Background: an optimization exercise with open tools, aiming at small area, a short achievable clock period and few clock cycles per item. Do not read the settings as production practice.
Only simulation tests tie the RTL to the original design; equivalence was not proved.

==> inputs of v27 <==
// foc_frame
module foc_frame (
  input  wire               clk,
  input  wire               rst,           
  input  wire               start,
  output wire               ready,
  output reg                done,
  input  wire signed [15:0] i_u,
  input  wire signed [15:0] i_v,
  input  wire        [13:0] theta_meas,
  input  wire        [13:0] theta_apply,
  input  wire signed [15:0] id_ref,
  input  wire signed [15:0] iq_ref,
  input  wire        [15:0] kp_d,          
  input  wire        [15:0] ki_d,          
  input  wire        [15:0] kp_q,
  input  wire        [15:0] ki_q,
  input  wire        [15:0] kaw,           
  input  wire signed [15:0] wld,           
  input  wire signed [15:0] wlq,           
  input  wire signed [15:0] emf,           
  input  wire        [1:0]  dmode,         
  input  wire               idx_sel,       
  input  wire signed [15:0] vbus,
  input  wire        [15:0] vlim_k,        
  input  wire               lim_mode,      
  input  wire               hold,          
  ...
export LEC_CHECK = 0
export ABC_AREA = 1
export CAP_MARGIN = 40
export CORE_MARGIN = 2
export CORE_UTILIZATION = 45
export PLACE_DENSITY = 0.6
export SLEW_MARGIN = 30
export SYNTH_MEMORY_MAX_BITS = 16384
create_clock -name core_clock -period 30.0 [get_ports {clk}]
run.sh (not shown) runs the stock make flow with config.mk's settings and CLKGATE_MAP_FILE= SYNTH_SCRIPT=/design/flow/synth_recipe.tcl, a recipe that flattens the netlist after the stock synthesis.
==> inputs of v22, as changes to v27 <==
--- a/flow/design.v
+++ b/flow/design.v
@@ -632,21 +632,21 @@
                    S_5    = 4'd5,    
                    S_6    = 4'd6,    
                    S_7    = 4'd7,    
                    S_8    = 4'd8,    
                    S_SQ   = 4'd9,    
                    S_DV1  = 4'd10,   
                    S_DV2  = 4'd11,
-                   S_DV3  = 4'd12,
-                   S_LD   = 4'd13;   
+                   S_DV3  = 4'd12;
   reg [3:0] state;
   reg [1:0] sq_cnt;
   assign ready = (state == S_IDLE);
   reg signed [15:0] r_iu, r_idref, r_iqref, r_wld, r_wlq, r_emf, r_vbus;
   reg        [13:0] r_thm, r_tha;
+  reg               sc_sel;                      
   reg        [15:0] r_kpd, r_kid, r_kpq, r_kiq, r_kaw;
   reg               r_dmon, r_idxsel, r_limmode, r_hold, r_vbpos;
   reg signed [29:0] x_d, x_q;
   reg signed [15:0] dl_d, dl_q;
   reg signed [17:0] oa1, oa2, oa3, oa4;          
   reg signed [16:0] ob1, ob2, ob3, ob4;
   reg        [13:0] vmax;
@@ -658,17 +658,17 @@
   reg signed [15:0] va, vb;
   reg        [1:0]  rk_u, rk_v, rk_w;
   reg        [15:0] qv;                          
   reg        [14:0] rv;                          
   reg        [30:0] dva, dvb;                    
   reg        [14:0] dv_d;                        
   reg        [16:0] dv_d3;                       
-  reg               ovf_a, ovf_b, zro_a, zro_b, mneg, s1c;
+  reg               ovf_a, ovf_b, zro_a, zro_b, mneg, s1c;      
   reg        [59:0] sqst;                        
-  wire [13:0] sc_th = (state == S_1) ? r_thm : r_tha;     
+  wire [13:0] sc_th = sc_sel ? r_thm : r_tha;
   wire [11:0] sc_p  = sc_th[11:0];
   wire [8:0]  sc_i2 = (sc_p[3:0] == 4'd0) ? (9'd256 - {1'b0, sc_p[11:4]})
                                           : (9'd255 - {1'b0, sc_p[11:4]});
   wire [3:0]  sc_f2 = 4'd0 - sc_p[3:0];
   wire [15:0] sc_sp = sinp({1'b0, sc_p[11:4]}, sc_p[3:0]);
   wire [15:0] sc_sc = sinp(sc_i2, sc_f2);
   wire [15:0] sc_a  = sc_th[12] ? sc_sc : sc_sp;
@@ -685,71 +685,94 @@
   wire signed [35:0] s34 = p3 + p4 + 36'sd16384;
   wire signed [20:0] rd = s12 >>> 15;
   wire signed [20:0] rq = s34 >>> 15;
   wire rd_hi = (rd > 21'sd32767), rd_lo = (rd < -21'sd32768);
   wire rq_hi = (rq > 21'sd32767), rq_lo = (rq < -21'sd32768);
   wire signed [15:0] id_n = rd_hi ? 16'sh7fff : rd_lo ? 16'sh8000 : rd[15:0];
   wire signed [15:0] iq_n = rq_hi ? 16'sh7fff : rq_lo ? 16'sh8000 : rq[15:0];
-  wire signed [17:0] ed_raw = r_idref - $signed(rd[17:0]);
-  wire signed [17:0] eq_raw = r_iqref - $signed(rq[17:0]);
+  wire signed [35:0] rfd = r_idref;
+  wire signed [35:0] rfq = r_iqref;
+  wire signed [35:0] edx = (rfd <<< 15) - p1 - p2 + 36'sd16383;
+  wire signed [35:0] eqx = (rfq <<< 15) - p3 - p4 + 36'sd16383;
+  wire signed [17:0] ed_raw = edx >>> 15;
+  wire signed [17:0] eq_raw = eqx >>> 15;
   wire signed [17:0] ed_n = rd_hi ? (r_idref - 18'sd32767) : rd_lo ? (r_idref + 18'sd32768) : ed_raw;
   wire signed [17:0] eq_n = rq_hi ? (r_iqref - 18'sd32767) : rq_lo ? (r_iqref + 18'sd32768) : eq_raw;
   wire signed [25:0] ua_dn = ((p1 + 35'sd128) >>> 8) + ((x_d + 30'sd32768) >>> 16);
   wire signed [25:0] ua_qn = ((p2 + 35'sd128) >>> 8) + ((x_q + 30'sd32768) >>> 16);
   wire signed [20:0] dc_dn = r_dmon ? ((p3 + 35'sd2048) >>> 12) : 21'sd0;
   wire signed [20:0] dc_qn = r_dmon ? (((p4 + 35'sd2048) >>> 12) + r_emf) : 21'sd0;
-  wire signed [13:0] wd_n  = ua_dn[13:0] - dc_dn[13:0];     
-  wire signed [13:0] wq_n  = ua_qn[13:0] + dc_qn[13:0];
+  wire signed [13:0] xr_d  = (x_d + 30'sd32768) >>> 16;
+  wire signed [13:0] xr_q  = (x_q + 30'sd32768) >>> 16;
+  wire signed [13:0] wd_n  = p1[21:8] + {13'd0, p1[7]} + xr_d
+                             - (r_dmon ? p3[25:12] : 14'd0) - {13'd0, r_dmon & p3[11]};
+  wire signed [13:0] wq_n  = p2[21:8] + {13'd0, p2[7]} + xr_q
+                             + (r_dmon ? p4[25:12] : 14'd0) + {13'd0, r_dmon & p4[11]} + r_emf[13:0];
   wire signed [13:0] vd_n = satv(u_d - dc_d);
   wire signed [13:0] vq_n = satv(u_q + dc_q);
   wire signed [13:0] vdc  = (vd > vmx) ? vmx : (vd < -vmx) ? -vmx : vd;
   wire signed [26:0] ndq1 = p1[26] ? -p1[26:0] : p1[26:0];    
   wire signed [26:0] ndq2 = p2[26] ? -p2[26:0] : p2[26:0];    
   wire signed [35:0] lim_x = p1 + p2 - p3;
   wire signed [31:0] vbx  = vb;
   wire signed [31:0] t_m  = (vbx <<< 15) - (vbx <<< 12) - (vbx <<< 8) - (vbx <<< 5)
                             - (vbx <<< 2) - (vbx <<< 1) + 32'sd16384;
   wire signed [16:0] t    = t_m >>> 15;
+  wire signed [16:0] t1   = t - 17'sd1;
   wire signed [16:0] h    = va >>> 1;
   wire signed [16:0] vU   = va;
   wire signed [16:0] vV   = t - h;
   wire signed [16:0] vW   = -h - t;
   wire signed [17:0] g    = va + h;
   wire signed [17:0] ng   = -g;
-  wire geUV = (g >= t);
-  wire geUW = (t >= ng);
+  wire signed [17:0] dUV  = g - t;               
+  wire signed [17:0] dUW  = g + t;               
+  wire signed [17:0] dUVm = g + ~t;              
+  wire signed [17:0] dUWm = g + t - 18'sd1;      
+  wire geUV = ~dUV[17];
+  wire geUW = ~dUW[17];
   wire geVW = ~t[16];
   wire [1:0] rku = {1'b0, geUV} + {1'b0, geUW};
   wire [1:0] rkv = {1'b0, ~geUV} + {1'b0, geVW};
   wire [1:0] rkw = {1'b0, ~geUW} + {1'b0, ~geVW};
-  wire signed [16:0] mx = (rku == 2'd2) ? vU : (rkv == 2'd2) ? vV : vW;
-  wire signed [16:0] mn = (rku == 2'd0) ? vU : (rkv == 2'd0) ? vV : vW;
-  wire signed [16:0] md = (rku == 2'd1) ? vU : (rkv == 2'd1) ? vV : vW;
   reg  [2:0] sec_n;
   always @* begin
     if ((t > 0) || (t == 0 && va >= 0)) begin
       if (g > t)        sec_n = 3'd1;
       else if (t > ng)  sec_n = 3'd2;
       else              sec_n = 3'd3;
     end else begin
       if (g < t)        sec_n = 3'd4;
       else if (t < ng)  sec_n = 3'd5;
       else              sec_n = 3'd6;
     end
   end
-  wire signed [15:0] mk   = md >>> 1;
-  wire               mb   = md[0];
-  wire               mc   = md[0] & ~va[0];
-  wire signed [16:0] hia_n = mx + mk + (mc ? 17'sd0 : -17'sd1);               
-  wire signed [16:0] hpb_n = mk + (mk <<< 1) + $signed({15'd0, mb} + {15'd0, mc}) - 17'sd1;    
-  wire signed [16:0] hnb_n = ~mk + (~mk <<< 1) + (17'sd2 - $signed({15'd0, mb} + {15'd0, mc}));   
-  wire               mng_n = md[16];                                           
-  wire signed [16:0] hib_n = mng_n ? hnb_n : hpb_n;                          
-  wire               za  = hia_n[16];                                          
-  wire               zbz = ~mng_n & hib_n[16];                                 
+  wire mxU = (rku == 2'd2), mxV = (rkv == 2'd2);
+  wire mnU = (rku == 2'd0), mnV = (rkv == 2'd0);
+  wire mdU = (rku == 2'd1), mdV = (rkv == 2'd1);
+  wire signed [17:0] hia_w = mxU ? (mnV ? dUVm : dUWm)
+                           : mxV ? (mnU ? ~dUV : {t1, 1'b1})
+                           :       (mnU ? ~dUW : {~t, 1'b1});
+  wire signed [16:0] hia_n = hia_w >>> 1;                                       
+  wire signed [18:0] xc    = -(h + (h <<< 1)) - $signed({18'd0, va[0]});        
+  wire signed [18:0] xu    = va + (va <<< 1) - $signed({18'd0, va[0]});         
+  wire signed [18:0] xup   = xu + 19'sd1;
+  wire signed [18:0] xum   = xu - 19'sd1;
+  wire signed [18:0] xvp   = t + (t <<< 1) + xc + 19'sd1;
+  wire signed [18:0] xvm   = t + (t <<< 1) + xc - 19'sd1;
+  wire signed [18:0] xwp   = xc - t - (t <<< 1) + 19'sd1;
+  wire signed [18:0] xwm   = xc - t - (t <<< 1) - 19'sd1;
+  wire signed [16:0] hbu   = xup[18] ? (~xup >>> 1) : (xum >>> 1);
+  wire signed [16:0] hbv   = xvp[18] ? (~xvp >>> 1) : (xvm >>> 1);
+  wire signed [16:0] hbw   = xwp[18] ? (~xwp >>> 1) : (xwm >>> 1);
+  wire               mng_n = mdU ? xup[18] : mdV ? xvp[18] : xwp[18];             
+  wire signed [16:0] hib_n = mdU ? hbu : mdV ? hbv : hbw;                        
+  wire               s1_n  = mdU ? ~xum[0] : mdV ? ~xvm[0] : ~xwm[0];
+  wire               za  = hia_n[16];                                           
+  wire               zbz = ~mng_n & hib_n[16];                                  
   wire [30:0] dia = dva;
   wire [30:0] dib = dvb;
   wire [30:0] da1 = r4(dia, dv_d, dv_d3);
   wire [30:0] da2 = r4(da1, dv_d, dv_d3);
   wire [30:0] da3 = r4(da2, dv_d, dv_d3);
   wire [30:0] db1 = r4(dib, dv_d, dv_d3);
   wire [30:0] db2 = r4(db1, dv_d, dv_d3);
@@ -760,22 +783,24 @@
   wire        [16:0] kmin = s1c ? 17'd32768 + {1'b0, qv} : 17'd32768;
   wire signed [17:0] dmin_a = $signed({1'b0, kmin}) + $signed({2'b11, ~qmax}) + 18'sd1;
   wire signed [17:0] dmin_b = $signed({1'b0, kmin}) + $signed({2'b11, ~qmax}) + 18'sd2;
   wire               dmin_c = s1c & (rmax < rv);
   wire               dmin_z = dmin_c ? (dmin_b <= 18'sd0) : (dmin_a <= 18'sd0);
   wire [15:0] dmax = (ovf_a || qmax >= 16'd32767) ? 16'd65535 : {1'b1, qmax[14:0]};
   wire [15:0] dmin = (ovf_a || dmin_z) ? 16'd0 : dmin_c ? dmin_b[15:0] : dmin_a[15:0];
+  wire [15:0] dmax_f = zro_a ? 16'd32768 : dmax;
+  wire [15:0] dmin_f = zro_a ? 16'd32768 : dmin;
+  wire [15:0] dmid_f = zro_b ? 16'd32768 : dmid;
   wire [15:0] dmid = mneg ? ((ovf_b || qmid >= 16'd32768) ? 16'd0 : 16'd32768 - qmid)
                           : ((ovf_b || qmid >= 16'd32767) ? 16'd65535 : {1'b1, qmid[14:0]});
   wire [59:0] sq1 = sqs(sqst);
   wire [59:0] sq2 = sqs(sq1);
   wire [59:0] sq3 = sqs(sq2);
   wire [59:0] sq4 = sqs(sq3);
-  wire [59:0] sq5 = sqs(sq4);
-  wire [13:0] sq_r  = sq4[41:28];                
+  wire [13:0] sq_r  = sq2[41:28];                
   localparam signed [36:0] XLIM = 37'sd536805376;    
   wire signed [36:0] xs_dn = x_d + p1 + p3;
   wire signed [36:0] xs_qn = x_q + p2 + p4;
   wire signed [29:0] xn_d = (xs_dn > XLIM) ? XLIM[29:0] : (xs_dn < -XLIM) ? -XLIM[29:0] : xs_dn[29:0];
   wire signed [29:0] xn_q = (xs_qn > XLIM) ? XLIM[29:0] : (xs_qn < -XLIM) ? -XLIM[29:0] : xs_qn[29:0];
   wire signed [35:0] ib_m = (p1 + 35'sd16384) >>> 15;
   wire signed [15:0] ib_n = sat16(ib_m);
@@ -821,22 +846,23 @@
           oa1 <= e_d;  ob1 <= {1'b0, r_kid};
           oa2 <= e_q;  ob2 <= {1'b0, r_kiq};
           oa3 <= dl_d; ob3 <= {1'b0, r_kaw};
           oa4 <= dl_q; ob4 <= {1'b0, r_kaw};
         end
       end
       S_SQ: begin
-        oa1 <= vd; ob1 <= vmx;
-        oa2 <= vq; ob2 <= vmx;
-      end
-      S_LD: begin
-        oa1 <= $signed(vd_out[13:0]); ob1 <= sc_c;
-        oa2 <= $signed(vq_out[13:0]); ob2 <= sc_ns;
-        oa3 <= $signed(vd_out[13:0]); ob3 <= sc_s;
-        oa4 <= $signed(vq_out[13:0]); ob4 <= sc_c;
+        if (sq_cnt != 2'd3) begin
+          oa1 <= vd; ob1 <= vmx;
+          oa2 <= vq; ob2 <= vmx;
+        end else begin
+          oa1 <= vdc;    ob1 <= sc_c;
+          oa2 <= vq_lim; ob2 <= sc_ns;
+          oa3 <= vdc;    ob3 <= sc_s;
+          oa4 <= vq_lim; ob4 <= sc_c;
+        end
       end
       S_DV3: begin
         oa1 <= vdl_n; ob1 <= sc_c;
         oa2 <= vql_n; ob2 <= sc_ns;
         oa3 <= vdl_n; ob3 <= sc_s;
         oa4 <= vql_n; ob4 <= sc_c;
       end
@@ -855,14 +881,15 @@
     end else begin
       done <= 1'b0;
       case (state)
         S_IDLE: begin
           if (start) begin
             r_iu      <= i_u;
             r_thm     <= theta_meas;
+            sc_sel    <= 1'b1;
             r_tha     <= theta_apply;
             r_idref   <= id_ref;
             r_iqref   <= iq_ref;
             r_kpd     <= kp_d;
             r_kid     <= ki_d;
             r_kpq     <= kp_q;
             r_kiq     <= ki_q;
@@ -886,14 +913,15 @@
               dl_q <= 16'sd0;
             end
             pass2 <= 1'b0;
             state <= S_1;
           end
         end
         S_1: begin
+          sc_sel <= 1'b0;
           vmax <= r_vbpos ? satv(vm_m) : 14'd0;
           dva  <= da3;
           state <= S_2;
         end
         S_2: begin
           id_meas <= id_n;
           iq_meas <= iq_n;
@@ -919,18 +947,20 @@
           vb <= s34 >>> 15;
           state <= S_5;
         end
         S_5: begin
           rk_u  <= rku;
           rk_v  <= rkv;
           rk_w  <= rkw;
-          dva   <= za  ? 31'd0 : {hia_n[14:0], ~hia_n[15:0]};
-          dvb   <= zbz ? 31'd0 : {hib_n[14:0], ~hib_n[15:0]};
+          dva   <= {hia_n[14:0], ~hia_n[15:0]};
+          dvb   <= {hib_n[14:0], ~hib_n[15:0]};
+          zro_a <= za;
+          zro_b <= zbz;
           mneg  <= mng_n;
-          s1c   <= va[0] ^ md[0];
+          s1c   <= s1_n;
           sector <= r_vbpos ? sec_n : 3'd0;
           if (pass2) begin
             state <= S_6;
           end else begin
             sq_cnt <= 2'd0;
             sqst   <= {16'd0, 16'd0, 1'd0, r_limmode ? (p1[26:0] + p2[26:0]) : (p3 > p1) ? (p3[26:0] - p1[26:0]) : 27'd0};
             vd_out <= vd;
@@ -945,22 +975,22 @@
               end else begin
                 state <= S_6;
               end
             end
           end
         end
         S_SQ: begin
-          sqst   <= sq5;
+          sqst   <= sq4;
           sq_cnt <= sq_cnt + 2'd1;
-          if (sq_cnt == 2'd2) begin
+          if (sq_cnt == 2'd3) begin
             pass2 <= 1'b1;
             if (!r_limmode) begin
               vd_out <= vdc;
               vq_out <= vq_lim;
-              state  <= S_LD;
+              state  <= S_4;
             end else begin
               dv_d  <= {1'b0, sq_r};
               dv_d3 <= {3'b0, sq_r} + {2'b0, sq_r, 1'b0};
               dva   <= {5'd0, ndq1[25:16], ndq1[15:0]};
               dvb   <= {5'd0, ndq2[25:16], ndq2[15:0]};
               state <= S_DV1;
             end
@@ -979,15 +1009,14 @@
         S_DV3: begin
           vd_out <= vdl_n;
           vq_out <= vql_n;
           dv_d   <= r_vbus[14:0];
           dv_d3  <= {2'b0, r_vbus[14:0]} + {1'b0, r_vbus[14:0], 1'b0};
           state  <= S_4;
         end
-        S_LD: state <= S_4;
         S_6: begin
           dva   <= da3;
           dvb   <= db3;
           ovf_a <= (dva[30:16] >= dv_d);
           ovf_b <= (dvb[30:16] >= dv_d);
           v_limited <= lim;
           if (r_hold) begin
@@ -1009,17 +1038,17 @@
         S_8: begin
           zero_vec <= ~r_vbpos;
           if (!r_vbpos) begin
             duty_u <= 16'd32768;
             duty_v <= 16'd32768;
             duty_w <= 16'd32768;
           end else begin
-            duty_u <= (rk_u == 2'd2) ? dmax : (rk_u == 2'd1) ? dmid : dmin;
-            duty_v <= (rk_v == 2'd2) ? dmax : (rk_v == 2'd1) ? dmid : dmin;
-            duty_w <= (rk_w == 2'd2) ? dmax : (rk_w == 2'd1) ? dmid : dmin;
+            duty_u <= (rk_u == 2'd2) ? dmax_f : (rk_u == 2'd1) ? dmid_f : dmin_f;
+            duty_v <= (rk_v == 2'd2) ? dmax_f : (rk_v == 2'd1) ? dmid_f : dmin_f;
+            duty_w <= (rk_w == 2'd2) ? dmax_f : (rk_w == 2'd1) ? dmid_f : dmin_f;
           end
           done  <= 1'b1;
           state <= S_IDLE;
         end
         default: state <= S_IDLE;
       endcase
     end
==> flow_summary.toml <==
[outcome]
outcome = "timing/DRC/antenna clean"

[grt]
track_usage = 0.426
# the run above: v27

==> flow_summary.toml <==
[synth]
synth-xor-area-share = 0.0530

[grt]
track_usage = 0.425

[worst_setup_path]
ff2ff_setup_slack_ns = 17.32
cp_num_cells = 52

[outcome]
outcome = "timing/DRC/antenna clean"
# the run above: v22

Testbench counts of v27, summed over its fixed seeds: cycles 31,546, frames 3,200.
Testbench counts of v22, summed over its fixed seeds: cycles 31,776, frames 3,200.

re-timing with driven ports:
The results above use ideal ports. As a check the final layouts listed here were re-extracted and re-timed, cells and wires unchanged. Step 1 (the two cells are an assumption about what drives the block):
set clk [get_ports {clk}]
set_driving_cell -lib_cell sky130_fd_sc_hd__clkbuf_16 $clk
set_driving_cell -lib_cell sky130_fd_sc_hd__buf_2 [delete_from_list [all_inputs] $clk]
Step 2 times the ports against the registers' clock, not the clock port: input delays grow and output delays shrink by t, the midpoint of the rising clock arrivals with the driver on. Slacks: ideal ports / drivers / drivers and shift; pairs: ideal ports / drivers.
run | t, ns | setup WS [ns] | clock arrival spread, ns | pins driven straight from the clock port
v27 | 1.034 | 15.532 / 15.532 / 15.532 | 0.061 / 0.061 | 1
v22 | 1.014 | 17.321 / 17.321 / 17.321 | 0.092 / 0.093 | 1
After both steps every run listed still meets setup and hold.
